Context: an optimization exercise on an open-source flow, tuned for small area. The choices shown serve that exercise and are no tape-out recipe.
RTL that was checked went through simulation tests only; none was proved equivalent to the original.
The RTL of run 7 was laid out without a check of its function.
No activity file was given, so power comes from the tool's default toggle rates.

--- flow/run.sh ---
#!/bin/bash
# synth_recipe.tcl (not shown) runs the flow's synth.tcl, then flattens the netlist and writes it again
# the make line also repeats each setting of config.mk as NAME=value (left out here)
make -C /OpenROAD-flow-scripts/flow DESIGN_CONFIG=/design/flow/config.mk WORK_HOME=/design/flow/orfs CLKGATE_MAP_FILE= SYNTH_SCRIPT=/design/flow/synth_recipe.tcl finish
--- flow/config.mk ---
export PLATFORM = sky130hd
export DESIGN_NAME = pwm_timer
export DESIGN_NICKNAME = pwm_timer
export VERILOG_FILES = /design/flow/design.v
export SDC_FILE = /design/flow/constraint.sdc
export NUM_CORES = 4
export LEC_CHECK = 0
export CAP_MARGIN = 20
export CORE_MARGIN = 2
export CORE_UTILIZATION = 40
export CTS_CLUSTER_DIAMETER = 100
export CTS_CLUSTER_SIZE = 30
export SLEW_MARGIN = 20
export SYNTH_HIERARCHICAL = 1
--- flow/constraint.sdc ---
create_clock -name core_clock -period 10.0 [get_ports {clk}]
set_input_delay 2.0000 -clock core_clock [delete_from_list [all_inputs] [get_ports {clk}]]
set_output_delay 2.0000 -clock core_clock [all_outputs]
set_load 0.01 [all_outputs]
--- flow/design.v ---
module pwm_timer (
    input  wire        clk,
    input  wire        rst,           
    input  wire [17:0] cfg_per,       
    input  wire        cfg_edge,      
    input  wire        cfg_dbl,       
    input  wire [10:0] cfg_dt_rise,   
    input  wire [10:0] cfg_dt_fall,   
    input  wire        run,           
    input  wire        wr_en,         
    input  wire [2:0]  wr_sel,        
    input  wire [17:0] wr_data,
    input  wire        commit,        
    input  wire [1:0]  ovr,           
    output wire [2:0]  gh,            
    output wire [2:0]  gl,            
    output wire        bnd,           
    output wire        commit_pend,   
    output wire        f_miss,        
    output wire        f_safe         
);
    genvar gi, gb;
    reg  [17:0] r;
    reg         down;
    reg         pk;
    reg         vly;
    wire        idle = pk & ~down;
    wire        s_e  = cfg_edge;
    wire        s_c  = ~cfg_edge & ~down;
    wire [18:0] t;
    wire [17:0] nxn;             
    wire [17:0] eq;              
    wire [17:0] r_d;
    wire        term;
    wire        clr;
    assign t[0] = 1'b1;
    generate
        for (gi = 0; gi < 18; gi = gi + 1) begin : g_ctr
            wire y, lim;
            if (gi % 2 == 0) begin : g_even
                g_xor2  u_y  (.a(r[gi]), .b(down), .y(y));
                g_nand2 u_t  (.a(t[gi]), .b(y), .y(t[gi+1]));
                g_xnor2 u_nx (.a(r[gi]), .b(t[gi]), .y(nxn[gi]));
            end else begin : g_odd
                g_xnor2 u_y  (.a(r[gi]), .b(down), .y(y));
                g_nor2  u_t  (.a(t[gi]), .b(y), .y(t[gi+1]));
                g_xor2  u_nx (.a(r[gi]), .b(t[gi]), .y(nxn[gi]));
            end
            if (gi < 17) begin : g_lim
                g_a22o  u_l (.a1(s_e), .a2(cfg_per[gi]), .b1(s_c), .b2(cfg_per[gi+1]), .y(lim));
            end else begin : g_lim17
                g_and2  u_l (.a(s_e), .b(cfg_per[gi]), .y(lim));
            end
            g_xor2  u_eq (.a(nxn[gi]), .b(lim), .y(eq[gi]));
            g_nor2  u_d  (.a(clr), .b(nxn[gi]), .y(r_d[gi]));
        end
    endgenerate
    assign term = &eq;
    assign clr  = rst | ~run | (cfg_edge & term);
    assign bnd = run & (vly | (pk & down & cfg_dbl));
    always @(posedge clk) begin
        r    <= r_d;
        down <= ~rst & run & (down ^ (~cfg_edge & term));
        pk   <= rst | ~run | (~cfg_edge & ~down & term);
        vly  <= clr | (down & term);
    end
    reg  [17:0] sh [0:5];
    reg  [17:0] ac [0:5];
    reg         commit_bit;
    reg         z;
    wire        load = bnd & (commit_bit | commit);
    wire [17:0] wd   = wr_data & {18{~rst}};
    assign commit_pend = commit_bit;
    integer i;
    always @(posedge clk) begin
        for (i = 0; i < 6; i = i + 1)
            if (rst || (wr_en && wr_sel == i))
                sh[i] <= wd;
        for (i = 0; i < 6; i = i + 1)
            if (load)
                ac[i] <= sh[i];
        commit_bit <= !rst && !load && (commit || commit_bit);
        z          <= rst || (z && !load);
    end
    wire        dd   = cfg_dbl & down;
    wire        s_a  = ~dd;
    wire        s_ab = dd & ~load;
    wire        s_sb = dd & load;
    wire        dn   = ~down;
    wire [2:0]  req;
    generate
        for (gi = 0; gi < 3; gi = gi + 1) begin : g_cmp
            wire [18:0] c;
            wire [17:0] xn;
            assign c[0] = dn;
            for (gb = 0; gb < 18; gb = gb + 1) begin : g_bit
                g_a222oi u_x (.a1(ac[gi][gb]), .a2(s_a), .b1(ac[gi+3][gb]), .b2(s_ab),
                              .c1(sh[gi+3][gb]), .c2(s_sb), .y(xn[gb]));
                g_maj3   u_c (.a(r[gb]), .b(xn[gb]), .c(c[gb]), .y(c[gb+1]));
            end
            wire hit = (load & ~down) ? ~|sh[gi] :
                       (z & ~load)    ? 1'b1 : c[18];
            assign req[gi] = cfg_edge ^ hit;
        end
    endgenerate
    reg  [2:0]  qh_d, ql_d;
    reg  [10:0] nw [0:2];
    wire        o_h = run & (ovr == 2'd3);
    wire        o_l = run & (ovr == 2'd2);
    wire        o_n = run & (ovr == 2'd0);
    wire [2:0]  qh  = {3{o_h}} | ({3{o_n}} &  req);
    wire [2:0]  ql  = {3{o_l}} | ({3{o_n}} & ~req);
    wire [2:0]  wz;
    wire [10:0] nw_d [0:2];
    generate
        for (gi = 0; gi < 3; gi = gi + 1) begin : g_dt
            wire chg = (qh[gi] ^ qh_d[gi]) | (ql[gi] ^ ql_d[gi]);
            wire s_r = chg & qh[gi];
            wire s_f = chg & ql[gi];
            wire s_w = ~chg & ~wz[gi];
            wire [11:0] b;
            wire [10:0] dec;
            assign b[1]   = nw[gi][0];
            assign dec[0] = nw[gi][0];
            g_xnor2 u_d1 (.a(nw[gi][1]), .b(b[1]), .y(dec[1]));
            for (gb = 1; gb < 11; gb = gb + 2) begin : g_pair
                g_nand2 u_bn (.a(b[gb]), .b(nw[gi][gb]), .y(b[gb+1]));
                g_and3  u_b  (.a(b[gb]), .b(nw[gi][gb]), .c(nw[gi][gb+1]), .y(b[gb+2]));
                g_xor2  u_d0 (.a(nw[gi][gb+1]), .b(b[gb+1]), .y(dec[gb+1]));
                if (gb + 2 < 11) begin : g_d1
                    g_xnor2 u_d1 (.a(nw[gi][gb+2]), .b(b[gb+2]), .y(dec[gb+2]));
                end
            end
            assign wz[gi] = b[11];
            for (gb = 0; gb < 11; gb = gb + 1) begin : g_ld
                g_a222oi u_w (.a1(cfg_dt_rise[gb]), .a2(s_r), .b1(cfg_dt_fall[gb]), .b2(s_f),
                              .c1(dec[gb]), .c2(s_w), .y(nw_d[gi][gb]));
            end
        end
    endgenerate
    always @(posedge clk) begin
        for (i = 0; i < 3; i = i + 1)
            nw[i] <= nw_d[i];
        qh_d <= qh & {3{~rst}};
        ql_d <= ql & {3{~rst}};
    end
    assign gh = qh_d & wz;
    assign gl = ql_d & wz;
    reg [2:0] miss_cnt;
    reg       missed_once;
    reg       f_miss_r;
    reg       f_safe_r;
    wire       run_start = run && idle;
    wire [2:0] miss_base = run_start ? 3'd0 : miss_cnt;
    wire       once_base = run_start ? 1'b0 : missed_once;
    wire       safe_base = run_start ? 1'b0 : f_safe_r;
    wire       missed    = bnd && (ovr == 2'd0) && !(commit_bit || commit);
    wire       updated   = bnd && (ovr == 2'd0) &&  (commit_bit || commit);
    always @(posedge clk) begin
        if (rst) begin
            miss_cnt    <= 3'd0;
            missed_once <= 1'b0;
            f_miss_r    <= 1'b0;
            f_safe_r    <= 1'b0;
        end else begin
            f_miss_r    <= missed && !once_base;
            missed_once <= once_base || missed;
            f_safe_r    <= safe_base || (missed && miss_base >= 3'd3);
            if (updated)
                miss_cnt <= 3'd0;
            else if (missed && miss_base != 3'd4)
                miss_cnt <= miss_base + 3'd1;
            else
                miss_cnt <= miss_base;
        end
    end
    assign f_miss = f_miss_r;
    assign f_safe = f_safe_r;
endmodule
module g_xor2 (input wire a, input wire b, output wire y);
    assign y = a ^ b;
endmodule
module g_xnor2 (input wire a, input wire b, output wire y);
    assign y = ~(a ^ b);
endmodule
module g_nand2 (input wire a, input wire b, output wire y);
    assign y = ~(a & b);
endmodule
module g_nor2 (input wire a, input wire b, output wire y);
    assign y = ~(a | b);
endmodule
module g_and2 (input wire a, input wire b, output wire y);
    assign y = a & b;
endmodule
module g_and3 (input wire a, input wire b, input wire c, output wire y);
    assign y = a & b & c;
endmodule
module g_a22o (input wire a1, input wire a2, input wire b1, input wire b2, output wire y);
    assign y = (a1 & a2) | (b1 & b2);
endmodule
module g_a222oi (input wire a1, input wire a2, input wire b1, input wire b2,
                 input wire c1, input wire c2, output wire y);
    assign y = ~((a1 & a2) | (b1 & b2) | (c1 & c2));
endmodule
module g_maj3 (input wire a, input wire b, input wire c, output wire y);
    assign y = (a & b) | (a & c) | (b & c);
endmodule
==> results of run 1 <==
[sequential cells by signal, summed over array words and instances, names as in the netlist]
register / cells
f_miss_r: 1
z: 1
f_safe_r: 1
r: 18
pk: 1
ac: 108
miss_cnt: 3
vly: 1
nw: 33
sh: 108
commit_bit: 1
missed_once: 1
ql_d: 3
qh_d: 3
down: 1
[through the flow]
step	area, sq um	utilization [%]	setup WS, ns	power (uW)	TNS [ns]
4_1_cts	13900	47.1	0.224	2490	0
5_1_grt	13900	47.2	0.0254	2590	0
2_1_floorplan	12000	-	-1.24	1760	-44.07
3_5_place_dp	13500	45.9	-0.261	1890	-6.53
3_3_place_gp	13500	45.8	-0.221	1880	-5.05
6_report	13900	47.2	0.254	2480	0
[placed cells by master, fill, tap and decap left out, types with 6 or more instances in the layout]
| cell type | n |
|---|---|
| a21oi_1 | 6 |
| nor4_1 | 11 |
| nand4_1 | 7 |
| and2_1 | 7 |
| a222oi_1 | 87 |
| xnor2_1 | 34 |
| nor2b_1 | 21 |
| dfxtp_1 | 68 |
| nand3_1 | 7 |
| clkbuf_16 | 13 |
| o21ai_0 | 7 |
| edfxtp_1 | 216 |
| inv_1 | 7 |
| xor2_1 | 51 |
| nand2_1 | 38 |
| clkbuf_1 | 7 |
| maj3_2 | 54 |
| clkdlybuf4s50_1 | 78 |
| nor3_1 | 10 |
| nor2_1 | 45 |
| and3_1 | 17 |
| buf_4 | 21 |
| a22o_1 | 17 |
[cell type report]
type                       instances  area, sq um
clock buffer                      20          352
sequential                       284         7850
timing repair buffer             105         1050
fill                            2577        15500
clock inverter                     2         25.0
tap                              390          488
multi-input combinational        501         4090
inverter                           9         37.5
[logic make-up (layout without fill, tap and decap cells)]
group,after synthesis,in the layout
DFF,284,284
xor gates and xnor gates,86,86
muxes,10,10
and+or+nand+nor,190,190
buffers and inverters,20,136
AOI/OAI and AO/OA,156,156
other,1,2
adders and majority gates,57,57
[worst max-delay path, stage by stage]
cell	delay, ns
clkdlybuf4s50_1	0.53
clkinvlp_4	0.14
nor4_4	0.31
buf_4	0.17
a222oi_1	0.08
maj3_2	0.31
maj3_2	0.29
maj3_2	0.31
maj3_2	0.32
maj3_2	0.31
maj3_2	0.33
maj3_2	0.30
maj3_2	0.29
maj3_2	0.29
maj3_2	0.30
maj3_2	0.30
maj3_2	0.30
maj3_2	0.29
maj3_2	0.29
maj3_2	0.29
maj3_2	0.29
maj3_2	0.30
maj3_2	0.34
a211oi_4	0.43
mux2_4	0.38
nor3b_4	0.17
buf_12	0.14
a222oi_1	0.31
[path summary, 6_finish.rpt]
check	end	slack (ns)	cells after the start	from
worst max-delay path	nw[0][9]$_DFF_P_	0.25	28	run
worst min-delay path	ac[1][7]$_DFFE_PP_	0.46	0	sh[1][7]$_DFFE_PP_
worst max register to register	nw[0][9]$_DFF_P_	1.57	28	down$_DFF_P_
worst min register to register	ac[1][7]$_DFFE_PP_	0.46	0	sh[1][7]$_DFFE_PP_
[modules after synthesis, one instance, submodules excluded]
module     cells inside  copies in the design
g_nor2                1                    26
g_and3                1                    15
g_maj3                1                    54
pwm_timer           497                     1
g_a22o                1                    17
g_xnor2               1                    32
g_nand2               1                    24
g_and2                1                     1
g_xor2                1                    51
g_a222oi              1                    87
[power by group through the flow]
stage	combinational, uW	clock, uW	sequential, uW
floorplan	265	0	1490
global placement	369	0	1510
detailed placement	378	0	1510
CTS	381	623	1490
global route	422	662	1500
finish	388	606	1490
[routing by layer]
metal | routed length, um | vias to the layer above | GRT usage (%)
met4 | 487 | 0 | 3.93
li1 | - | 3493 | -
met3 | 1480 | 27 | 1.64
met2 | 13800 | 236 | 30.5
met5 | 0 | - | 0
met1 | 12500 | 3744 | 26.4
[repair_timing]
item / in CTS / in global routing
setup buffers: 0 / 1
setup endpoints to repair: 0 / 13
gates resized for setup: 0 / 1
endpoints found under the hold margin: 0 / 0
==> notes.md, run 1 <==
Period minus WS final about 9.7 ns; DRT antenna net count 0; Sw Ratio 25.0%; Final Cycle Share between 90% and 100%; VDD IR max 119 uV; unrepaired setup endpoints after global routing false; post-detailed-route wirelength per cell roughly 22 um; ys async rst share 0%; Flop pwr share 59.9%; Synth Instances roughly 800; main area contributors after synthesis edfxtp_1 (55%), dfxtp_1 (11%), a222oi_1 (7.3%); share of the synthesized area in the top cell type between 50% and 60%; largest net degree at the start of global routing roughly 70; die width 176 um; Via density between 5 and 6; main combinational cell family by area after synthesis compound AO/OA/AOI/OAI gates; Unique masters post-synth 63; vias in the first global route roughly 7400; worst-margin pin slew 1.02 ns; net switching power 620 uW; Synth Area in XOR/XNOR under 10%; worst path required time roughly 10 ns; final-report hold violation count 0; antenna cells 0; Placer Congestion 0.790; power share of the combinational group 15.6%; Critical Path Start Type primary input; Hold Path Class register to register; post-synthesis mux area share 1.06%; Max-Slew Margin vs Limit a little under a third; # IOs 80; Initial DRC Count ~970; clock slew at reported path FFs between 0.1 and 0.15 ns; Worst-Skew Late Latency 0.50 ns; Syn Std Cell Area 11900 sq um; IO buf count just under 80; crit path DAT between 10 and 15 ns; first-pass GRT wire length 43800 um; status finished clean; Pwr Density around 180 nW/um^2; fin cells around 1300; area leader, netlist edfxtp_1; Compound-Gate Fraction of Synth Area 11.9%; Syn-to-layout area delta 17.1%; predominant post-synthesis flop cell edfxtp_1; final setup vio count 0; gr ovfl total 0; CTS buffer count 13; Max Root-Sink Buffers 3; Clock Skew roughly 0.021 ns; register area share after synthesis between 60% and 70%; Worst Setup End Kind register; Avg Inst Size Synth approximately 15 sq um; Die Footprint ~31000 sq um; DR DRC count 0; H-tree lvl count 1; Detailed Route WL between 20000 and 30000 um; Num Clock Sinks 284; fin. max-slew vios 0; Post-Synth Adder-Cell Area under 10%; Clock Power Share 24.4%; Fmax 0.103 GHz; most common library cells after synthesis edfxtp_1 (216), a222oi_1 (87), dfxtp_1 (68), maj3_2 (54), xor2_1 (51); crit path max fanout 11; count leader, synth edfxtp_1; GR Util All Layers roughly 18%; Hold WS around 0.46 ns; synth warn 13; Vias 7500; hold buffers post-CTS 0; Max-Cap Viols 0; router iterations before antenna repair 9; Post-synth EDFFs approximately 220; initial core utilization between 40% and 50%; leak pwr between 0.004 and 0.005 uW; CTS tree built; Row Count 63; core area between 20000 and 30000 sq um; Int Power 1860 uW; share of layout cells above drive strength 1 roughly 14%; critical path type primary input to register; Root Driver clkbuf_16; die height between 150 and 200 um; dpl hpwl about 19000 um; simple-gate share of the synthesized area 8.42%; net total in the final layout just under 1000; placed cell count approximately 1300; initial antenna violation count 0; Seq cells post-synth 284
==> run 2: changes to the inputs <==
--- a/flow/config.mk
+++ b/flow/config.mk
@@ -9,6 +9,4 @@
 export CORE_MARGIN = 2
 export CORE_UTILIZATION = 40
-export CTS_CLUSTER_DIAMETER = 100
-export CTS_CLUSTER_SIZE = 30
 export SLEW_MARGIN = 20
 export SYNTH_HIERARCHICAL = 1
==> notes.md, run 2 <==
final setup vio count 0 (unchanged); predominant post-synthesis flop cell edfxtp_1; Unique masters post-synth 63 (unchanged); Post-synth EDFFs 216 (unchanged); gr ovfl total 0 (unchanged); register area share after synthesis 66.2% (unchanged); setup ws final 0.296 ns (+0.0418 ns); Max-Slew Margin vs Limit 29.9% (-2.0 points); area leader, netlist edfxtp_1; largest net degree at the start of global routing 69 (unchanged); DRT antenna net count 0 (unchanged); crit path max fanout 11 (unchanged); critical path type primary input to register; initial antenna violation count 0 (unchanged); worst path required time 10.40 ns (+0.02 ns); Setup WS pre-CTS -0.261 ns (unchanged); unrepaired setup endpoints after global routing false; main area contributors after synthesis edfxtp_1 (55%), dfxtp_1 (11%), a222oi_1 (7.3%); Design Power 2930 uW (+18%); Fmax 0.103 GHz (+0.43%); Via density 5.70 (-0.43%); crit path DAT 10.10 ns (-0.03 ns); H-tree lvl count 1 (unchanged); final-report hold violation count 0 (unchanged); router iterations before antenna repair 8 (-1); most frequent CP cell maj3_2; IO buf count 79 (unchanged); multi-input logic area 4090 sq um (unchanged); antenna cells 0 (unchanged); Hold WS 0.448 ns (-0.00870 ns); Pwr Density 203 nW/um^2 (+14%); post-route cell area 14400 sq um (+3.9%); Num Clock Sinks 284 (unchanged); CTS buffer count 29 (+16); largest registers ac x108, sh x108, nw x33; Max-Cap Viols 0 (unchanged); Period minus WS final 9.70 ns (-0.0418 ns); register area 7850 sq um (unchanged); most common library cells after synthesis edfxtp_1 (216), a222oi_1 (87), dfxtp_1 (68), maj3_2 (54), xor2_1 (51); die width 176 um (unchanged); hold buffers post-CTS 0 (unchanged); Critical Path Start Type primary input; Detailed Route WL 29000 um (+2.4%); share of layout cells above drive strength 1 16.7% (+2.7 points); Final Cycle Share 97.0% (-0.42 points); Hold Path Class register to register; VDD IR max 141 uV (+19%); Synth Instances 804 (unchanged); Max Root-Sink Buffers 3 (unchanged); clock slew at reported path FFs 0.06 ns (-0.05 ns); commonest non-fill, non-tap cell in the layout edfxtp_1; Placer Congestion 0.790 (unchanged); dpl hpwl 19400 um (unchanged); Row Count 63 (unchanged); vias in the first global route 7546 (+1.8%); Clock Skew 0.00699 ns (-0.0142 ns); worst-margin pin slew 1.05 ns (+0.0301 ns); initial core utilization 40.3% (unchanged); net total in the final layout 1002 (+1.5%); Vias 7644 (+1.9%); Syn Std Cell Area 11900 sq um (unchanged); share of the synthesized area in the top cell type 54.7% (unchanged); Avg Inst Size Synth 14.7 sq um (unchanged); Syn-to-layout area delta 21.7%; CTS tree built; Worst Setup End Kind register; GR Util All Layers 18.8% (+0.43 points); status finished clean; slowest cell on the critical path clkdlybuf4s50_1; Worst-Skew Late Latency 0.56 ns (+0.06 ns); Initial DRC Count 1039 (+6.9%); Largest stage delay, worst path 0.53 ns (about the same); DR DRC count 0 (unchanged); leak pwr 0.00484 uW (+5.7%); synth warn 13 (unchanged); post-detailed-route wirelength per cell 21.6 um (about the same); fin. max-slew vios 0 (unchanged); count leader, synth edfxtp_1; die height 176 um (unchanged); first-pass GRT wire length 44800 um (+2.1%); Root Driver clkbuf_16; ys async rst share 0% (unchanged); placed cell areas 13500 sq um (unchanged); core area 29400 sq um (unchanged); Seq cells post-synth 284 (unchanged); most frequent cells in the layout edfxtp_1 (216), a222oi_1 (87), clkdlybuf4s50_1 (78); Die Footprint 31000 sq um (unchanged); # IOs 80 (unchanged); # fillers 2541 (-1.4%)
==> run 2: cell counts after synthesis <==
No cell type changed its count.
==> run 2: Yosys stat by module, one instance, submodules excluded, a selection <==
module | flops+latches | cells inside
g_xnor2 | 0 | 1
g_nor2 | 0 | 1
g_a22o | 0 | 1
g_xor2 | 0 | 1
g_nand2 | 0 | 1
g_a222oi | 0 | 1
g_and2 | 0 | 1
g_and3 | 0 | 1
pwm_timer | 284 | 497
==> run 2: cells by family (layout without fill, tap and decap cells) <==
logic type / after synthesis / count (layout) / share of synthesized area [%]
simple gates: 190 / 190 / 8.42
other cells: 1 / 2 / 0.0316
compound gates: 156 / 156 / 11.9
flops: 284 / 284 / 66.2
fa+ha+maj: 57 / 57 / 5.45
xor+xnor: 86 / 86 / 6.35
mux: 10 / 10 / 1.06
buf+inv: 20 / 167 / 0.644
==> run 2: layout make-up <==
type                    count  share of cell area (%)
well taps                 390                    3.38
repair buffers            104                    7.15
multi-input cells         501                    28.3
flip-flops and latches    284                    54.4
inverters                   9                   0.260
clock buffers              37                    5.38
clock inverters            17                    1.12
==> run 2: final timing paths <==
path | start | slack (ns) | cells after the start | end
hold reg to reg | sh[1][13]$_DFFE_PP_ | 0.45 | 0 | ac[1][13]$_DFFE_PP_
hold / removal | sh[1][13]$_DFFE_PP_ | 0.45 | 0 | ac[1][13]$_DFFE_PP_
setup reg to reg | down$_DFF_P_ | 1.57 | 27 | nw[0][9]$_DFF_P_
setup / recovery | run | 0.30 | 27 | nw[0][9]$_DFF_P_
==> run 2: metal layers <==
metal  vias to the layer above  GRT usage (%)  part of all wire (%)  wire, um
met5                         -              0                     0         0
met4                         0           4.75                   2.1       619
met3                        46           2.20                   6.0      1750
met2                       267           31.0                    48     14000
met1                      3796           26.5                    44     12600
li1                       3535              -                     -         -
==> run 2: critical path: cells and delay by family <==
kind / cells / cell delay [ns]
compound gates: 3 / 0.70
simple gates: 2 / 0.82
fa+ha+maj: 18 / 5.46
buf+inv: 3 / 0.84
mux: 1 / 0.28
==> run 2: timing repair <==
| item | 4_1_cts | 5_1_grt |
|---|---|---|
| resized for setup | 0 | 1 |
| setup buffers | 0 | 0 |
| endpoints found under the setup margin | 0 | 3 |
| endpoints found under the hold margin | 0 | 0 |
==> run 2: through the flow <==
step	util, %	setup TNS (ns)	std cells
2_1_floorplan	-	-44.07	805
3_3_place_gp	45.8	-5.05	1287
3_5_place_dp	45.9	-6.53	1288
4_1_cts	49.0	0	1342
5_1_grt	49.1	0	1342
6_report	49.1	0	1342
==> run 2: power by group <==
group / switching (uW) / internal, uW / total [uW]
combinational: 193 / 190 / 383
clock: 455 / 605 / 1060
sequential: 75.6 / 1410 / 1490
==> run 3: changes to the inputs <==
--- a/flow/config.mk
+++ b/flow/config.mk
@@ -9,4 +9,5 @@
 export CORE_MARGIN = 2
 export CORE_UTILIZATION = 40
+export CTS_BUF_LIST = sky130_fd_sc_hd__clkbuf_4 sky130_fd_sc_hd__clkbuf_8
 export SLEW_MARGIN = 20
 export SYNTH_HIERARCHICAL = 1
==> notes.md, run 3 <==
status finished clean; setup total negative slack 0 ns (unchanged); Worst Setup End Kind register; Period minus WS final 9.76 ns (+0.0511 ns); Critical Path Start Type primary input; Num Clock Sinks 284 (unchanged); post-detailed-route wirelength per cell 21.3 um (-1.3%); net total in the final layout 1019 (+1.7%); count leader, synth edfxtp_1; most frequent cells in the layout edfxtp_1 (216), a222oi_1 (87), clkdlybuf4s50_1 (78); unrepaired setup endpoints after global routing false; area leader, netlist edfxtp_1; Root Driver clkbuf_8; initial antenna violation count 0 (unchanged); share of layout cells above drive strength 1 19.2% (+2.5 points); IO buf count 79 (unchanged); first-pass GRT wire length 45200 um (+1.0%); Hold Path Class register to register; VDD IR max 101 uV (-29%); DR DRC count 0 (unchanged); final-report hold violation count 0 (unchanged); Seq cells post-synth 284 (unchanged); clock slew at reported path FFs 0.06 ns (about the same); die width 176 um (unchanged); Detailed Route WL 29200 um (+0.75%); Initial DRC Count 1018 (-2.0%); power share of the combinational group 13.3% (+0.2 points); Flop pwr share 51.9% (+1.1 points); Synth Instances 804 (unchanged); Avg Inst Size Synth 14.7 sq um (unchanged); register area share after synthesis 66.2% (unchanged); Post-synth EDFFs 216 (unchanged); initial core utilization 40.3% (unchanged); dpl hpwl 19400 um (unchanged); die height 176 um (unchanged); Pwr Density 199 nW/um^2 (-2.0%); critical path type primary input to register; setup ws final 0.245 ns (-0.0511 ns); most common library cells after synthesis edfxtp_1 (216), a222oi_1 (87), dfxtp_1 (68), maj3_2 (54), xor2_1 (51); Max-Cap Viols 0 (unchanged); core area 29400 sq um (unchanged); Placer Congestion 0.790 (unchanged); Worst-Skew Late Latency 0.56 ns (about the same); Max-Slew Margin vs Limit 30.4% (+0.48 points); CTS tree built; Die Footprint 31000 sq um (unchanged); crit path DAT 10.13 ns (+0.03 ns); share of the synthesized area in the top cell type 54.7% (unchanged); synth warn 13 (unchanged); router iterations before antenna repair 9 (+1); Clock Skew 0.0307 ns (+0.0237 ns); gr ovfl total 0 (unchanged); largest registers ac x108, sh x108, nw x33; Via density 5.68 (-0.20%); Row Count 63 (unchanged); fin. max-slew vios 0 (unchanged); worst path required time 10.38 ns (-0.02 ns); predominant post-synthesis flop cell edfxtp_1; main area contributors after synthesis edfxtp_1 (55%), dfxtp_1 (11%), a222oi_1 (7.3%); final setup vio count 0 (unchanged); Unique masters post-synth 63 (unchanged); commonest non-fill, non-tap cell in the layout edfxtp_1; DRT antenna net count 0 (unchanged); Int Power 2170 uW (-2.0%); leak pwr 0.00488 uW (+0.81%); largest net degree at the start of global routing 69 (unchanged); vias in the first global route 7778 (+3.1%); Fmax 0.103 GHz (-0.52%); Sw Ratio 24.6% (-0.053 points); GR Util All Layers 19.0% (+0.29 points); Hold WS 0.442 ns (-0.00630 ns); Syn Std Cell Area 11900 sq um (unchanged); Max Root-Sink Buffers 3 (unchanged); H-tree lvl count 2 (+1); Setup WS pre-CTS -0.261 ns (unchanged); # IOs 80 (unchanged); Clock Power Share 34.8% (-1.3 points); CTS buffer count 46 (+59%); Final Cycle Share 97.6% (+0.51 points); worst-margin pin slew 1.04 ns (-0.00721 ns); Vias 7788 (+1.9%); antenna cells 0 (unchanged); hold buffers post-CTS 0 (unchanged); crit path max fanout 11 (unchanged); ys async rst share 0% (unchanged); net switching power 707 uW (-2.3%); Syn-to-layout area delta 21.6% (about the same)
-- run 3: power groups by stage --
stage / registers [uW] / logic [uW] / clock network (uW)
finish: 1490 / 383 / 999
CTS: 1490 / 381 / 1020
global route: 1510 / 416 / 1080
global placement: 1510 / 369 / 0
floorplan: 1490 / 265 / 0
detailed placement: 1510 / 378 / 0
-- run 3: cell families (layout without fill, tap and decap cells) --
kind of cell / after synthesis / in the layout / share of synthesized area (%)
AND/OR/NAND/NOR: 190 / 190 / 8.42
other: 1 / 2 / 0.0316
adder cells (fa/ha/maj): 57 / 57 / 5.45
multiplexers: 10 / 10 / 1.06
XOR/XNOR: 86 / 86 / 6.35
flip-flops: 284 / 284 / 66.2
AO/OA/AOI/OAI: 156 / 156 / 11.9
buffers and inverters: 20 / 195 / 0.644
-- run 3: worst paths after layout --
check / cells after the start / slack, ns / start / end
max: 27 / 0.24 / run / nw[0][9]$_DFF_P_
min: 0 / 0.44 / sh[2][1]$_DFFE_PP_ / ac[2][1]$_DFFE_PP_
max reg2reg: 27 / 1.55 / down$_DFF_P_ / nw[0][9]$_DFF_P_
min reg2reg: 0 / 0.44 / sh[2][1]$_DFFE_PP_ / ac[2][1]$_DFFE_PP_
-- run 3: worst max-delay path, cell delays in order --
cell,delay [ns]
clkdlybuf4s50_1,0.53
clkinvlp_4,0.14
nor4_4,0.31
buf_4,0.17
a222oi_1,0.09
maj3_2,0.31
maj3_2,0.29
maj3_2,0.31
maj3_2,0.32
maj3_2,0.31
maj3_2,0.33
maj3_2,0.30
maj3_2,0.29
maj3_2,0.30
maj3_2,0.30
maj3_2,0.30
maj3_2,0.30
maj3_2,0.29
maj3_2,0.29
maj3_2,0.29
maj3_2,0.29
maj3_2,0.30
maj3_2,0.34
a211oi_4,0.43
mux2_4,0.28
nor3b_4,0.50
a222oi_1,0.19
-- run 3: final cells by class --
type	instances	area (sq um)
Clock buffer	70	838
Clock inverter	12	90.1
Fill cell	2541	15000
Inverter	9	37.5
Multi-Input combinational cell	501	4090
Sequential cell	284	7850
Tap cell	390	488
Timing Repair Buffer	104	1030
-- run 3: per-stage QoR --
step,cell area [sq um],instances,util (%),total power (uW)
finish,14400,1370,49.0,2870
floorplan,12000,805,-,1760
global placement,13500,1287,45.8,1880
global route,14400,1370,49.0,3000
detailed placement,13500,1288,45.9,1890
CTS,14400,1370,49.0,2890
-- run 3: timing repair --
| action | 4_1_cts | 5_1_grt |
|---|---|---|
| gates resized for setup | 0 | 1 |
| buffers inserted | 0 | 0 |
| endpoints found under the setup margin | 0 | 7 |
-- run 3: per-module statistics from Yosys, one instance, submodules excluded, excerpt --
module	flip-flops and latches	cell area, sq um	cells inside	copies in the design
pwm_timer	284	9210	497	1
g_maj3	0	11.3	1	54
g_xor2	0	8.76	1	51
g_a22o	0	8.76	1	17
g_and3	0	6.26	1	15
g_and2	0	6.26	1	1
g_nand2	0	3.75	1	24
-- run 3: layer usage --
| metal | wire length (um) | track usage [%] |
|---|---|---|
| met1 | 13000 | 26.7 |
| met2 | 13900 | 30.7 |
| met3 | 1690 | 3.06 |
| met4 | 556 | 5.61 |
| met5 | 0 | 0 |
==> run 4: changes to the inputs <==
==> flow/flow/run.sh (new file) <==
#!/bin/bash
# Layout: the standard ORFS flow (standard.sh, standard synthesis
# unchanged) with one change to how the layout is made: the port buffers
# are the smallest buffer, sky130_fd_sc_hd__buf_1 (every input and output
# port still gets its own buffer, and repair_design still sizes it for its
# load). make's full output goes to flow_make.log here; each ORFS step keeps
# its own log under orfs/logs/.
set -euo pipefail
export BUFFER_PORTS_ARGS="-buffer_cell sky130_fd_sc_hd__buf_1"
bash standard.sh > flow_make.log 2>&1
==> flow/standard.sh (new file) <==
#!/bin/bash
# synth_recipe.tcl (not shown) runs the flow's synth.tcl, then flattens the netlist and writes it again
# the make line also repeats each setting of config.mk as NAME=value (left out here)
make -C /OpenROAD-flow-scripts/flow DESIGN_CONFIG=/design/flow/config.mk WORK_HOME=/design/flow/orfs CLKGATE_MAP_FILE= SYNTH_SCRIPT=/design/flow/synth_recipe.tcl "${@:-finish}"
--- a/flow/config.mk
+++ b/flow/config.mk
@@ -9,5 +9,6 @@
 export CORE_MARGIN = 2
 export CORE_UTILIZATION = 40
-export CTS_BUF_LIST = sky130_fd_sc_hd__clkbuf_4 sky130_fd_sc_hd__clkbuf_8
+export CTS_CLUSTER_DIAMETER = 100
+export CTS_CLUSTER_SIZE = 30
 export SLEW_MARGIN = 20
 export SYNTH_HIERARCHICAL = 1
removed: flow/run.sh
==> notes.md, run 4 <==
share of the synthesized area in the top cell type 54.7% (unchanged); hold buffers post-CTS 0 (unchanged); largest net degree at the start of global routing 80 (+16%); Vias 7493 (-3.8%); Critical Path Start Type primary input; CTS buffer count 13 (-72%); register area share after synthesis 66.2% (unchanged); Int Power 1840 uW (-15%); router iterations before antenna repair 14 (+5); first-pass GRT wire length 43200 um (-4.4%); status finished clean; vias in the first global route 7307 (-6.1%); DR DRC count 0 (unchanged); power share of the combinational group 14.2% (+0.9 points); most frequent CP cell maj3_2; Clock Skew 0.0197 ns (-0.0110 ns); DRT antenna net count 0 (unchanged); Flop pwr share 60.5% (+8.6 points); Final Cycle Share 95.3% (-2.2 points); synth warn 13 (unchanged); VDD IR max 100 uV (-0.43%); crit path DAT 9.86 ns (-0.27 ns); initial antenna violation count 0 (unchanged); share of layout cells above drive strength 1 14.0% (-5.2 points); Clock Power Share 25.3% (-9.5 points); Avg Inst Size Synth 14.7 sq um (unchanged); leak pwr 0.00432 uW (-12%); IO buf count 79 (unchanged); clock slew at reported path FFs 0.11 ns (+0.05 ns); die height 176 um (unchanged); Max-Cap Viols 0 (unchanged); ys async rst share 0% (unchanged); Fmax 0.105 GHz (+2.3%); # Post-CTS Setup Buffers 0 (unchanged); Hold WS 0.457 ns (+0.0150 ns); fin. max-slew vios 0 (unchanged); final-report hold violation count 0 (unchanged); Detailed Route WL 28300 um (-3.2%); gr ovfl total 0 (unchanged); Compound-Gate Fraction of Synth Area 11.9% (unchanged); net total in the final layout 980 (-3.8%); simple-gate share of the synthesized area 8.42% (unchanged); CTS tree built; Worst Setup End Kind register; count leader, synth edfxtp_1; setup total negative slack 0 ns (unchanged); final setup vio count 0 (unchanged); Root Driver clkbuf_16; Post-Synth Adder-Cell Area 5.45% (unchanged); net switching power 616 uW (-13%); main combinational cell family by area after synthesis compound AO/OA/AOI/OAI gates; unrepaired setup endpoints after global routing false; slowest cell on the critical path nor3b_2; GR Util All Layers 18.2% (-0.82 points); Die Footprint 31000 sq um (unchanged); core area 29400 sq um (unchanged); Worst-Skew Late Latency 0.50 ns (-0.06 ns); area leader, netlist edfxtp_1; most common library cells after synthesis edfxtp_1 (216), a222oi_1 (87), dfxtp_1 (68), maj3_2 (54), xor2_1 (51); main area contributors after synthesis edfxtp_1 (55%), dfxtp_1 (11%), a222oi_1 (7.3%); Largest stage delay, worst path 0.63 ns (+0.10 ns); Synth Instances 804 (unchanged); initial core utilization 40.3% (unchanged); Syn Std Cell Area 11900 sq um (unchanged); commonest non-fill, non-tap cell in the layout edfxtp_1; # IOs 80 (unchanged); Syn-to-layout area delta 12.1%; Pwr Density 185 nW/um^2 (-7.3%); Initial DRC Count 932 (-8.4%); Synth Area in XOR/XNOR 6.35% (unchanged); Post-synth EDFFs 216 (unchanged); worst-margin pin slew 1.04 ns (+0.000216 ns); die width 176 um (unchanged); post-detailed-route wirelength per cell 21.7 um (+1.8%); crit path max fanout 11 (unchanged); Via density 5.75 (+1.1%); largest registers ac x108, sh x108, nw x33; Unique masters post-synth 63 (unchanged); Max-Slew Margin vs Limit 30.3% (about the same); Period minus WS final 9.53 ns (-0.221 ns); antenna cells 0 (unchanged); Num Clock Sinks 284 (unchanged); dpl hpwl 19200 um (-0.95%); Placer Congestion 0.825 (+4.4%); worst path required time 10.33 ns (-0.05 ns); critical path type primary input to register; Sw Ratio 25.1% (+0.44 points); post_cts resized 0 (unchanged); Hold Path Class register to register; H-tree lvl count 1 (-1); Seq cells post-synth 284 (unchanged); predominant post-synthesis flop cell edfxtp_1; Row Count 63 (unchanged); Max Root-Sink Buffers 3 (unchanged); most frequent cells in the layout edfxtp_1 (216), a222oi_1 (87), buf_1 (77); post-synthesis mux area share 1.06% (unchanged)
==> run 4: final timing paths <==
kind,startpoint,endpoint,slack (ns),cells past startpoint
min,sh[0][10]$_DFFE_PP_,ac[0][10]$_DFFE_PP_,0.46,0
min reg2reg,sh[0][10]$_DFFE_PP_,ac[0][10]$_DFFE_PP_,0.46,0
max,cfg_dbl,nw[2][2]$_DFF_P_,0.47,27
max reg2reg,down$_DFF_P_,nw[2][2]$_DFF_P_,1.71,26
==> run 4: kinds of logic (layout without fill, tap and decap cells) <==
group                    count (synthesis)  count (layout)
adder cells (fa/ha/maj)                 57              57
AND/OR/NAND/NOR                        190             190
flip-flops                             284             284
XOR/XNOR                                86              86
other                                    1               2
AO/OA/AOI/OAI                          156             156
multiplexers                            10              10
buffers and inverters                   20             129
==> run 4: per-layer routing <==
metal	up-vias	track usage (%)	part of all wire, %
met5	-	0	0
met4	0	4.86	2.3
met3	36	2.78	6.4
met2	249	29.8	48
met1	3743	25.5	44
li1	3465	-	-
==> run 4: worst max-delay path, delay by kind of cell <==
family / cells / cell delay (ns)
fa+ha+maj: 18 / 5.46
compound gates: 3 / 0.66
simple gates: 3 / 1.12
mux: 1 / 0.26
buf+inv: 2 / 0.36
==> run 4: cell type report <==
type	instances	area, sq um
Inverter	9	37.5
Clock inverter	3	25.0
Multi-Input combinational cell	501	4090
Sequential cell	284	7850
Clock buffer	19	369
Tap cell	390	488
Timing Repair Buffer	98	442
Fill cell	2605	16100
==> run 4: power by group through the flow <==
stage               logic (uW)  clock network (uW)  registers (uW)
floorplan                  265                   0            1490
CTS                        348                 636            1490
global placement           340                   0            1510
finish                     349                 620            1490
global route               383                 677            1500
detailed placement         346                   0            1510
==> run 4: per-stage QoR <==
| stage | cell area, sq um | power [uW] | std cells | util, % | setup slack (ns) |
|---|---|---|---|---|---|
| 2_1_floorplan | 12000 | 1760 | 805 | - | -1.24 |
| 3_3_place_gp | 12900 | 1850 | 1282 | 43.9 | 0.144 |
| 3_5_place_dp | 12900 | 1860 | 1282 | 43.9 | 0.0524 |
| 4_1_cts | 13300 | 2470 | 1304 | 45.2 | 0.542 |
| 5_1_grt | 13300 | 2560 | 1304 | 45.2 | 0.279 |
| 6_report | 13300 | 2460 | 1304 | 45.2 | 0.466 |
==> run 4: per-module statistics from Yosys (local to each module, per instance), excerpt <==
module     cells  copies in the design  area, sq um  flops+latches
g_a222oi       1                    87         10.0              0
g_a22o         1                    17         8.76              0
g_and2         1                     1         6.26              0
g_and3         1                    15         6.26              0
g_nand2        1                    24         3.75              0
g_nor2         1                    26         3.75              0
g_xor2         1                    51         8.76              0
pwm_timer    497                     1         9210            284
==> run 5: changes to the inputs <==
==> flow/flow/run.sh (replaced) <==
#!/bin/bash
# Layout: the standard ORFS flow (standard.sh, standard synthesis
# unchanged) with two changes to how the layout is made:
#  - the port buffers are the smallest buffer, sky130_fd_sc_hd__buf_1
#    (every input and output port still gets its own buffer);
#  - after global routing, repair_timing recovers area/power on paths with
#    positive slack by downsizing cells (RECOVER_POWER).
# make's full output goes to flow_make.log here; each ORFS step keeps its
# own log under orfs/logs/.
set -euo pipefail
export BUFFER_PORTS_ARGS="-buffer_cell sky130_fd_sc_hd__buf_1"
export RECOVER_POWER=100
bash standard.sh > flow_make.log 2>&1
==> notes.md, run 5 <==
status failed layout checks; violated checks max-capacitance violations, max-slew violations; clock slew at reported path FFs 0.11 ns (about the same); Worst-Skew Late Latency 0.50 ns (about the same); initial core utilization 40.3% (unchanged); Clock Skew 0.0187 ns (-0.000945 ns); critical path type primary input to register; largest registers ac x108, sh x108, nw x33; register area share after synthesis 66.2% (unchanged); router iterations before antenna repair 11 (-3); final-report hold violation count 0 (unchanged); Placer Congestion 0.825 (unchanged); gr ovfl total 0 (unchanged); Synth Instances 804 (unchanged); post_cts resized 0 (unchanged); final setup vio count 0 (unchanged); dpl hpwl 19200 um (unchanged); largest net degree at the start of global routing 80 (unchanged); Num Clock Sinks 284 (unchanged); share of layout cells above drive strength 1 12.4% (-1.6 points); crit path max fanout 11 (unchanged); Period minus WS final 9.65 ns (+0.112 ns); post-detailed-route wirelength per cell 21.7 um (about the same); most frequent cells in the layout edfxtp_1 (216), a222oi_1 (87), buf_1 (77); setup total negative slack 0 ns (unchanged); leak pwr 0.00428 uW (-0.77%); Via density 5.71 (-0.71%); Max-Slew Margin vs Limit -182% (-210 points); CP delay by family, top adder cells; hold buffers post-CTS 0 (unchanged); Root Driver clkbuf_16; initial antenna violation count 0 (unchanged); CTS tree built; Avg Inst Size Synth 14.7 sq um (unchanged); Pwr Density 185 nW/um^2 (+0.32%); # Post-CTS Setup Buffers 0 (unchanged); vias in the first global route 7307 (unchanged); worst-margin pin slew 4.24 ns (+3.19 ns); GR Util All Layers 18.2% (unchanged); share of the synthesized area in the top cell type 54.7% (unchanged); Final Cycle Share 96.5% (+1.1 points); Die Footprint 31000 sq um (unchanged); fin cells 1304 (unchanged); most common library cells after synthesis edfxtp_1 (216), a222oi_1 (87), dfxtp_1 (68), maj3_2 (54), xor2_1 (51); first-pass GRT wire length 43200 um (unchanged); Worst Setup End Kind register; Design Power 2460 uW (about the same); die height 176 um (unchanged); Max Root-Sink Buffers 3 (unchanged); net total in the final layout 980 (unchanged); CTS buffer count 13 (unchanged); Vias 7440 (-0.71%); commonest non-fill, non-tap cell in the layout edfxtp_1; WP buf/inv 2 (unchanged); Syn-to-layout area delta 11.8%; synth warn 13 (unchanged); most frequent CP cell maj3_2; slack of the worst reg-to-reg path 0.95 ns (-0.76 ns); VDD IR max 101 uV (+0.42%); crit path DAT 9.98 ns (+0.12 ns); area leader, netlist edfxtp_1; worst path required time 10.33 ns (about the same); predominant post-synthesis flop cell edfxtp_1; Max-Cap Viols 4 (+4); Hold Path Class register to register; Critical Path Start Type primary input; IO buf count 79 (unchanged); # IOs 80 (unchanged); Post-synth EDFFs 216 (unchanged); Row Count 63 (unchanged); Initial DRC Count 973 (+4.4%); fin. max-slew vios 172 (+172); Largest stage delay, worst path 0.64 ns (about the same); Hold WS 0.456 ns (-0.000185 ns); Syn Std Cell Area 11900 sq um (unchanged); ys async rst share 0% (unchanged); DRT antenna net count 0 (unchanged); antenna cells 0 (unchanged); Seq cells post-synth 284 (unchanged); Setup WS pre-CTS 0.0524 ns (unchanged); unrepaired setup endpoints after global routing false; Detailed Route WL 28300 um (about the same); slowest cell on the critical path nor3b_2; count leader, synth edfxtp_1; setup ws final 0.354 ns (-0.112 ns); H-tree lvl count 1 (unchanged); Fmax 0.104 GHz (-1.2%); placed cell count 1282 (unchanged); main area contributors after synthesis edfxtp_1 (55%), dfxtp_1 (11%), a222oi_1 (7.3%); core area 29400 sq um (unchanged); die width 176 um (unchanged); DR DRC count 0 (unchanged); Unique masters post-synth 63 (unchanged)
## run 5: cell count changes in the layout (fill, tap and decap cells not counted), moves of 2 or more
cell      change
a21o_1        +2
a21o_2        -2
a31o_1        +3
a31o_2        -3
and2_0        +5
and2_1        -5
buf_4         -5
clkbuf_1      +5
maj3_1        +2
maj3_2        -2
## run 5: per-layer routing
layer / wire length (um) / part of all wire (%) / GRT usage (%)
met5: 0 / 0 / 0
met4: 580 / 2.1 / 4.86
met3: 1660 / 5.9 / 2.78
met2: 13500 / 48 / 29.8
met1: 12500 / 44 / 25.5
## run 5: power breakdown
group | internal [uW] | leakage [uW] | switching (uW)
combinational | 160 | 0.00147 | 186
sequential | 1410 | 0.00262 | 74.9
clock | 266 | 0.000188 | 354
## run 5: per-module statistics from Yosys (local to each module, per instance)
module	area [sq um]	cells inside	copies in the design
g_nor2	3.75	1	26
pwm_timer	9210	497	1
g_and2	6.26	1	1
g_and3	6.26	1	15
g_maj3	11.3	1	54
g_a222oi	10.0	1	87
g_nand2	3.75	1	24
g_a22o	8.76	1	17
g_xnor2	8.76	1	32
g_xor2	8.76	1	51
## run 5: path summary, 6_finish.rpt
check / start / endpoint / cells past startpoint
max: cfg_dbl / nw[2][2]$_DFF_P_ / 27
min: sh[2][3]$_DFFE_PP_ / ac[2][3]$_DFFE_PP_ / 0
max reg2reg: down$_DFF_P_ / nw[2][2]$_DFF_P_ / 24
min reg2reg: sh[2][3]$_DFFE_PP_ / ac[2][3]$_DFFE_PP_ / 0
## run 5: metrics by stage
step / utilization [%] / cell area, sq um
4_1_cts: 45.2 / 13300
5_1_grt: 45.1 / 13300
3_5_place_dp: 43.9 / 12900
3_3_place_gp: 43.9 / 12900
6_report: 45.1 / 13300
2_1_floorplan: - / 12000
## run 5: layout make-up
cell class                 count  area, sq um
clock buffer                  19          369
tap                          390          488
inverter                       9         35.0
clock inverter                 3         25.0
fill                        2618        16200
multi-input combinational    501         4060
timing repair buffer          98          423
sequential                   284         7850
## run 5: cells by family (layout without fill, tap and decap cells)
| group | Yosys count | count (layout) | synth area share [%] |
|---|---|---|---|
| DFF | 284 | 284 | 66.2 |
| and+or+nand+nor | 190 | 190 | 8.42 |
| AOI/OAI and AO/OA | 156 | 156 | 11.9 |
| xor gates and xnor gates | 86 | 86 | 6.35 |
| adders and majority gates | 57 | 57 | 5.45 |
| buffers and inverters | 20 | 129 | 0.644 |
| muxes | 10 | 10 | 1.06 |
| other | 1 | 2 | 0.0316 |
==> run 6: changes to the inputs <==
==> flow/flow/run.sh (replaced) <==
#!/bin/bash
# Layout: the standard ORFS flow (standard.sh, standard synthesis
# unchanged) with two changes to how the layout is made:
#  - the port buffers are the smallest buffer, sky130_fd_sc_hd__buf_1
#    (every input and output port still gets its own buffer, and
#    repair_design still sizes it for its load);
#  - after floorplan, flow/downsize.tcl gives each combinational cell its
#    smallest variant; the later repair steps size up where needed.
# make's full output goes to flow_make.log here; each ORFS step keeps its
# own log under orfs/logs/.
set -euo pipefail
export BUFFER_PORTS_ARGS="-buffer_cell sky130_fd_sc_hd__buf_1"
export POST_FLOORPLAN_TCL="$(pwd)/flow/downsize.tcl"
bash standard.sh > flow_make.log 2>&1
==> flow/flow/downsize.tcl (new file) <==
# Run after floorplan (POST_FLOORPLAN_TCL): give every combinational cell
# the smallest-area variant of its own function (same cell family, same
# pins). Synthesis sizes cells blindly; the later ORFS steps (repair_design
# after placement, repair_timing after CTS and global routing) size up again
# wherever slew, capacitance or timing need it. Registers, tap cells and
# tie cells are left alone.
set n 0
foreach inst [get_cells *] {
  set master [get_property $inst ref_name]
  if {![regexp {^(sky130_fd_sc_hd__[a-z0-9]+)_([0-9]+)$} $master -> base sz]} { continue }
  if {[regexp {__(df|edf|sdf|dl|sdl|tap|conb|fill|decap|clk|probe|lpflow)} $base]} { continue }
  set best $master
  set best_area [get_property [get_lib_cells */$master] area]
  foreach lc [get_lib_cells */${base}_*] {
    set name [get_property $lc name]
    if {![regexp "^${base}_\[0-9\]+\$" $name]} { continue }
    if {[lsearch -exact $::env(DONT_USE_CELLS) $name] >= 0} { continue }
    set a [get_property $lc area]
    if {$a < $best_area} { set best $name; set best_area $a }
  }
  if {$best ne $master} {
    replace_cell $inst $best
    incr n
  }
}
puts "downsize.tcl: resized $n instances to their smallest variant"
==> notes.md, run 6 <==
initial core utilization 40.3% (unchanged); most frequent CP cell maj3_1; Finished Core Util 45.3% (+0.23 points); post-route cell area 13300 sq um (+0.50%); Design Power 2480 uW (+0.81%); Synth Instances 804 (unchanged); Avg Inst Size Synth 14.7 sq um (unchanged); register area share after synthesis 66.2% (unchanged); clock slew at reported path FFs 0.11 ns (about the same); die width 176 um (unchanged); Syn Std Cell Area 11900 sq um (unchanged); Row Count 63 (unchanged); most frequent cells in the layout edfxtp_1 (216), a222oi_1 (87), buf_1 (75); commonest non-fill, non-tap cell in the layout edfxtp_1; synth warn 13 (unchanged); DR DRC count 0 (unchanged); router iterations before antenna repair 9 (-2); largest net degree at the start of global routing 82 (+2.5%); hold buffers post-CTS 0 (unchanged); Largest stage delay, worst path 0.35 ns (-0.29 ns); Max-Cap Viols 0 (-4); Vias 7544 (+1.4%); Max Root-Sink Buffers 3 (unchanged); Root Driver clkbuf_16; CTS tree built; Placer Congestion 0.789 (-4.4%); Worst Setup End Kind register; Detailed Route WL 28200 um (-0.29%); GR Util All Layers 18.1% (-0.16 points); placed cell areas 12800 sq um (-0.83%); slowest cell on the critical path maj3_1; final-report hold violation count 0 (unchanged); Pwr Density 186 nW/um^2 (+0.30%); Max-Slew Margin vs Limit 29.0% (+210 points); count leader, synth edfxtp_1; Worst-Skew Late Latency 0.50 ns (about the same); Seq cells post-synth 284 (unchanged); ys async rst share 0% (unchanged); Unique masters post-synth 63 (unchanged); predominant post-synthesis flop cell edfxtp_1; post-detailed-route wirelength per cell 21.3 um (-1.8%); die height 176 um (unchanged); Syn-to-layout area delta 12.3%; Die Footprint 31000 sq um (unchanged); crit path DAT 10.12 ns (+0.14 ns); Fmax 0.102 GHz (-1.2%); most common library cells after synthesis edfxtp_1 (216), a222oi_1 (87), dfxtp_1 (68), maj3_2 (54), xor2_1 (51); worst path required time 10.35 ns (+0.02 ns); Post-synth EDFFs 216 (unchanged); multi-input logic area 3930 sq um (-3.2%); vias in the first global route 7451 (+2.0%); critical path type primary input to register; worst-margin pin slew 1.06 ns (-3.17 ns); DRT antenna net count 0 (unchanged); status finished clean; CTS buffer count 13 (unchanged); H-tree lvl count 1 (unchanged); area leader, netlist edfxtp_1; Hold Path Class register to register; Initial DRC Count 912 (-6.3%); Clock Skew 0.0202 ns (+0.00146 ns); Via density 5.70 (-0.13%); largest registers ac x108, sh x108, nw x33; crit path max fanout 11 (unchanged); VDD IR max 90.3 uV (-10%); leak pwr 0.00434 uW (+1.4%); dpl hpwl 18700 um (-2.8%); main area contributors after synthesis edfxtp_1 (55%), dfxtp_1 (11%), a222oi_1 (7.3%); share of the synthesized area in the top cell type 54.7% (unchanged); setup total negative slack 0 ns (unchanged); share of layout cells above drive strength 1 10.7% (-1.7 points); antenna cells 0 (unchanged); first-pass GRT wire length 43300 um (about the same); Num Clock Sinks 284 (unchanged); core area 29400 sq um (unchanged); net total in the final layout 1001 (+2.1%); final setup vio count 0 (unchanged); # IOs 80 (unchanged); register area 7850 sq um (unchanged); Critical Path Start Type primary input; IO buf count 79 (unchanged); initial antenna violation count 0 (unchanged); Period minus WS final 9.77 ns (+0.120 ns); Final Cycle Share 97.7% (+1.2 points); gr ovfl total 0 (unchanged); # fillers 2653 (+1.3%); fin. max-slew vios 0 (-100%)
-- run 6: layout make-up --
class / count / share of cell area [%]
clock inverters: 3 / 0.338
repair buffers: 118 / 4.66
multi-input cells: 502 / 29.5
well taps: 390 / 3.66
clock buffers: 18 / 2.58
flip-flops and latches: 284 / 58.9
inverters: 9 / 0.282
-- run 6: critical path: cells and delay by family --
kind                     cells  cell delay (ns)
multiplexers                 1             0.34
AO/OA/AOI/OAI                3             0.39
AND/OR/NAND/NOR              3             0.52
adder cells (fa/ha/maj)     18             6.06
buffers and inverters        5             0.79
-- run 6: cells by family (layout without fill, tap and decap cells) --
family	count (synthesis)	in the layout	synth area share (%)
AOI/OAI and AO/OA	156	157	11.9
other	1	2	0.0316
xor gates and xnor gates	86	86	6.35
DFF	284	284	66.2
and+or+nand+nor	190	190	8.42
buffers and inverters	20	148	0.644
muxes	10	10	1.06
adders and majority gates	57	57	5.45
-- run 6: modules after synthesis (local to each module, per instance), a selection --
module,cells,area (sq um),times used,flip-flops and latches
g_nand2,1,3.75,24,0
g_a22o,1,8.76,17,0
pwm_timer,497,9210,1,284
g_a222oi,1,10.0,87,0
g_xor2,1,8.76,51,0
g_and2,1,6.26,1,0
g_xnor2,1,8.76,32,0
g_nor2,1,3.75,26,0
-- run 6: layer usage --
metal / GRT usage (%) / vias up / part of all wire, %
li1: - / 3522 / -
met1: 26.0 / 3776 / 45
met2: 29.8 / 222 / 48
met3: 1.89 / 24 / 5.1
met4: 3.68 / 0 / 1.5
met5: 0 / - / 0
-- run 6: worst paths after layout --
path | start | endpoint | slack (ns) | cells past startpoint
hold / removal | sh[4][6]$_DFFE_PP_ | ac[4][6]$_DFFE_PP_ | 0.45 | 0
hold reg to reg | sh[4][6]$_DFFE_PP_ | ac[4][6]$_DFFE_PP_ | 0.45 | 0
setup reg to reg | down$_DFF_P_ | nw[2][6]$_DFF_P_ | 1.43 | 29
setup / recovery | cfg_dbl | nw[2][6]$_DFF_P_ | 0.23 | 30
-- run 6: repair_timing --
action / 4_1_cts / 5_1_grt
pin swaps: 1 / 10
gates cloned: 1 / 1
setup endpoints to repair: 33 / 34
setup buffers: 1 / 2
gates resized for setup: 12 / 27
-- run 6: where the power goes --
part | leakage [uW] | switching (uW) | total, uW | internal (uW)
Sequential | 0.00262 | 74.6 | 1490 | 1410
Clock | 0.000189 | 359 | 634 | 275
Combinational | 0.00153 | 183 | 355 | 172
Total | 0.00434 | 617 | 2480 | 1860
-- run 6: through the flow --
stage	cells	hold WS, ns	setup WS [ns]
finish	1324	0.453	0.234
global route	1324	0.462	-0.00662
floorplan	805	0.427	-1.24
CTS	1322	0.457	0.0195
global placement	1299	0.423	-0.881
detailed placement	1299	0.432	-0.659
==> run 7: changes to the inputs <==
--- a/flow/design.v
+++ b/flow/design.v
@@ -147,31 +147,24 @@
     assign gh = qh_d & wz;
     assign gl = ql_d & wz;
-    reg [2:0] miss_cnt;
+    reg [1:0] miss_cnt;
     reg       missed_once;
     reg       f_miss_r;
     reg       f_safe_r;
     wire       run_start = run && idle;
-    wire [2:0] miss_base = run_start ? 3'd0 : miss_cnt;
-    wire       once_base = run_start ? 1'b0 : missed_once;
-    wire       safe_base = run_start ? 1'b0 : f_safe_r;
     wire       missed    = bnd && (ovr == 2'd0) && !(commit_bit || commit);
     wire       updated   = bnd && (ovr == 2'd0) &&  (commit_bit || commit);
     always @(posedge clk) begin
-        if (rst) begin
-            miss_cnt    <= 3'd0;
+        if (rst || !run) begin
+            miss_cnt    <= 2'd0;
             missed_once <= 1'b0;
-            f_miss_r    <= 1'b0;
-            f_safe_r    <= 1'b0;
         end else begin
-            f_miss_r    <= missed && !once_base;
-            missed_once <= once_base || missed;
-            f_safe_r    <= safe_base || (missed && miss_base >= 3'd3);
+            missed_once <= missed_once || missed;
             if (updated)
-                miss_cnt <= 3'd0;
-            else if (missed && miss_base != 3'd4)
-                miss_cnt <= miss_base + 3'd1;
-            else
-                miss_cnt <= miss_base;
-        end
+                miss_cnt <= 2'd0;
+            else if (missed)
+                miss_cnt <= {miss_cnt[1] | miss_cnt[0], miss_cnt[1] | ~miss_cnt[0]};
+        end
+        f_miss_r <= !rst && missed && !missed_once;
+        f_safe_r <= !rst && ((f_safe_r && !run_start) || (missed && miss_cnt == 2'd3));
     end
     assign f_miss = f_miss_r;
--- a/flow/config.mk
+++ b/flow/config.mk
@@ -11,4 +11,5 @@
 export CTS_CLUSTER_DIAMETER = 100
 export CTS_CLUSTER_SIZE = 30
+export GPL_TIMING_DRIVEN = 0
 export SLEW_MARGIN = 20
 export SYNTH_HIERARCHICAL = 1
==> notes.md, run 7 <==
unrepaired setup endpoints after global routing true; CP delay by family, top adder cells; IO buf count 78 (-1.3%); register area 7830 sq um (-0.24%); synth warn 13 (unchanged); count leader, synth edfxtp_1; HP Start missed_once$_SDFF_PN0_; critical path type primary input to register; most common library cells after synthesis edfxtp_1 (216), a222oi_1 (87), dfxtp_1 (67), maj3_2 (54); die width 175 um (-0.82%); slowest cell on the critical path or4_4; core area 28700 sq um (-2.4%); post-route cell area 13600 sq um (+2.1%); antenna cells 0 (unchanged); Critical Path Start Type primary input; dpl hpwl 18100 um (-3.1%); Die Footprint 30500 sq um (-1.6%); WP buf/inv 4 (-1); post-detailed-route wirelength per cell 22.0 um (+3.3%); commonest non-fill, non-tap cell in the layout edfxtp_1; multi-input logic area 4020 sq um (+2.2%); Worst-Skew Late Latency 0.49 ns (about the same); initial core utilization 40.6% (+0.29 points); Post-synth EDFFs 216 (unchanged); Synth Instances 786 (-2.2%); Worst Setup SP cfg_dbl; worst path required time 10.40 ns (+0.05 ns); Compound-Gate Fraction of Synth Area 11.5% (-0.31 points); fin. max-slew vios 0 (unchanged); Seq cells post-synth 283 (-0.35%); crit path DAT 10.44 ns (+0.32 ns); initial antenna violation count 0 (unchanged); net total in the final layout 996 (-0.50%); final-report hold violation count 0 (unchanged); Hold WS 0.430 ns (-0.0230 ns); Detailed Route WL 28900 um (+2.7%); predominant post-synthesis flop cell edfxtp_1; placed cell count 1257 (-3.2%); crit path max fanout 5 (-6); status failed layout checks; Clock Skew 0.0281 ns (+0.00785 ns); largest net degree at the start of global routing 58 (-29%); largest registers ac x108, sh x108, nw x33; Max-Slew Margin vs Limit 28.8% (-0.29 points); Syn-to-layout area delta 16.6%; simple-gate share of the synthesized area 8.90% (+0.48 points); share of the synthesized area in the top cell type 55.6% (+0.93 points); # IOs 80 (unchanged); # fillers 2583 (-2.6%); Avg Inst Size Synth 14.8 sq um (+0.58%); Worst Setup End Kind register; main combinational cell family by area after synthesis compound AO/OA/AOI/OAI gates; Hold Path Class register to register; first-pass GRT wire length 43800 um (+1.2%); Pwr Density 178 nW/um^2 (-4.3%); register area share after synthesis 67.1% (+0.95 points); Placer Congestion 0.801 (+1.5%); setup ws final -0.0477 ns (-0.282 ns); Vias 7551 (+0.093%); CTS buffer count 13 (unchanged); worst-margin pin slew 1.07 ns (+0.00434 ns); Initial DRC Count 951 (+4.3%); gr ovfl total 0 (unchanged); setup total negative slack -0.181 ns (-0.181 ns); Row Count 62 (-1.6%); final setup vio count 5 (+5); Root Driver clkbuf_16; Synth Area in XOR/XNOR 6.24% (-0.12 points); Post-Synth Adder-Cell Area 5.22% (-0.23 points); Final Cycle Share 100% (+2.8 points); GR Util All Layers 18.6% (+0.50 points); most frequent cells in the layout edfxtp_1 (216), a222oi_1 (87), buf_1 (80); Fmax 0.0995 GHz (-2.8%); Max Root-Sink Buffers 3 (unchanged); area leader, netlist edfxtp_1; hold buffers post-CTS 0 (unchanged); fin cells 1316 (-0.60%); Period minus WS final 10.05 ns (+0.282 ns); Num Clock Sinks 283 (-0.35%); VDD IR max 171 uV (+89%); router iterations before antenna repair 7 (-2); Max-Cap Viols 0 (unchanged); clock slew at reported path FFs 0.11 ns (about the same); most frequent CP cell maj3_2; Largest stage delay, worst path 0.57 ns (+0.22 ns); vias in the first global route 7439 (-0.16%); ys async rst share 0% (unchanged); main area contributors after synthesis edfxtp_1 (56%), dfxtp_1 (12%), a222oi_1 (7.5%); CTS tree built; Unique masters post-synth 55 (-13%); DRT antenna net count 0 (unchanged); share of layout cells above drive strength 1 16.8% (+6.1 points); H-tree lvl count 1 (unchanged); reg2reg start down$_DFF_P_; leak pwr 0.00444 uW (+2.3%); placed cell areas 12500 sq um (-2.2%); DR DRC count 0 (unchanged); violated checks negative setup slack; Syn Std Cell Area 11700 sq um (-1.7%); post-synthesis mux area share 0.258% (-0.80 points); die height 175 um (-0.82%); Via density 5.74 (+0.70%)
-- run 7: final timing paths --
path / endpoint / slack, ns / cells past startpoint
hold / removal: f_miss_r$_DFF_P_ / 0.43 / 1
setup reg to reg: nw[1][10]$_DFF_P_ / 0.55 / 29
setup / recovery: nw[1][10]$_DFF_P_ / -0.05 / 33
hold reg to reg: f_miss_r$_DFF_P_ / 0.43 / 1
-- run 7: logic make-up (layout without fill, tap and decap cells) --
family / after synthesis / after routing
mux: 3 / 3
xor+xnor: 83 / 83
buf+inv: 19 / 160
simple gates: 194 / 197
flops: 283 / 283
fa+ha+maj: 54 / 54
other cells: 1 / 2
compound gates: 149 / 150
-- run 7: per-layer routing --
metal	global-route usage, %	share of wire, %
met1	26.6	44
met5	0	0
met2	30.9	48
met3	2.42	7.2
met4	2.74	1.1
-- run 7: modules after synthesis, one instance, submodules excluded, excerpt --
module / cells / area, sq um / times used / flip-flops and latches
g_a22o: 1 / 8.76 / 17 / 0
g_and2: 1 / 6.26 / 1 / 0
g_nand2: 1 / 3.75 / 24 / 0
g_and3: 1 / 6.26 / 15 / 0
pwm_timer: 479 / 9020 / 1 / 283
g_xor2: 1 / 8.76 / 51 / 0
g_maj3: 1 / 11.3 / 54 / 0
-- run 7: cell type report --
cell class / count / area share [%]
inverters: 7 / 0.221
repair buffers: 121 / 6.08
well taps: 384 / 3.53
multi-input cells: 489 / 29.6
flip-flops and latches: 283 / 57.6
clock buffers: 18 / 2.53
plain buffers: 11 / 0.304
clock inverters: 3 / 0.156
-- run 7: per-stage QoR --
| stage | worst slack, ns | power (uW) | util, % |
|---|---|---|---|
| CTS | -0.134 | 2430 | 46.8 |
| global route | -0.254 | 2520 | 47.4 |
| floorplan | -3.10 | 1720 | - |
| global placement | -8.66 | 1790 | 42.9 |
| detailed placement | -3.42 | 1810 | 43.6 |
| finish | -0.0477 | 2420 | 47.4 |
-- run 7: where the power goes --
part	switching [uW]	internal, uW	total (uW)
Sequential	75.9	1410	1480
Clock	351	249	601
Combinational	173	161	334
Total	600	1820	2420
-- run 7: timing repair --
action,CTS,global route
resized for setup,99,13
cloned,7,1
hold endpoints to repair,0,0
pin swaps,70,76
setup endpoints to repair,39,33
setup buffers,20,13

==> what the ideal ports hide <==
In the flow no input, the clock included, has a driving cell. The finished layouts below were timed again as built, in two steps. Step 1: set_driving_cell puts a clkbuf_16 on clk and a buf_2 on each other input, an assumption about the parent block. Step 2 times the ports against the registers' clock, not the clock port: input delays grow and output delays shrink by t, the midpoint of the rising clock arrivals with the driver on. Slacks: no drivers / after step 1 / after step 2; pairs: no drivers / after step 1.
| run | shift t [ns] | setup slack, ns | hold WS [ns] | worst setup path at the end | worst register clock-pin slew, ns |
|---|---|---|---|---|---|
| run 1 | 0.532 | 0.254 / 0.273 / -0.259 | 0.457 / 0.457 / 0.457 | input to register | 0.11 / 0.11 |
| run 2 | 0.599 | 0.296 / 0.317 / -0.282 | 0.448 / 0.448 / 0.448 | input to register | 0.06 / 0.06 |
| run 3 | 0.589 | 0.245 / 0.267 / -0.322 | 0.442 / 0.442 / 0.442 | input to register | 0.06 / 0.06 |
| run 4 | 0.540 | 0.466 / 0.478 / -0.061 | 0.457 / 0.457 / 0.457 | input to register | 0.12 / 0.12 |
| run 5 | 0.536 | 0.354 / 0.365 / -0.171 | 0.456 / 0.456 / 0.456 | input to register | 0.11 / 0.11 |
| run 6 | 0.545 | 0.234 / 0.266 / -0.279 | 0.453 / 0.453 / 0.453 | input to register | 0.12 / 0.12 |
| run 7 | 0.526 | -0.048 / -0.045 / -0.571 | 0.430 / 0.430 / 0.430 | input to register | 0.11 / 0.11 |
For run 2, which loses most, drivers alone change the setup slack by +0.021 ns; drivers and shift together by -0.578 ns.
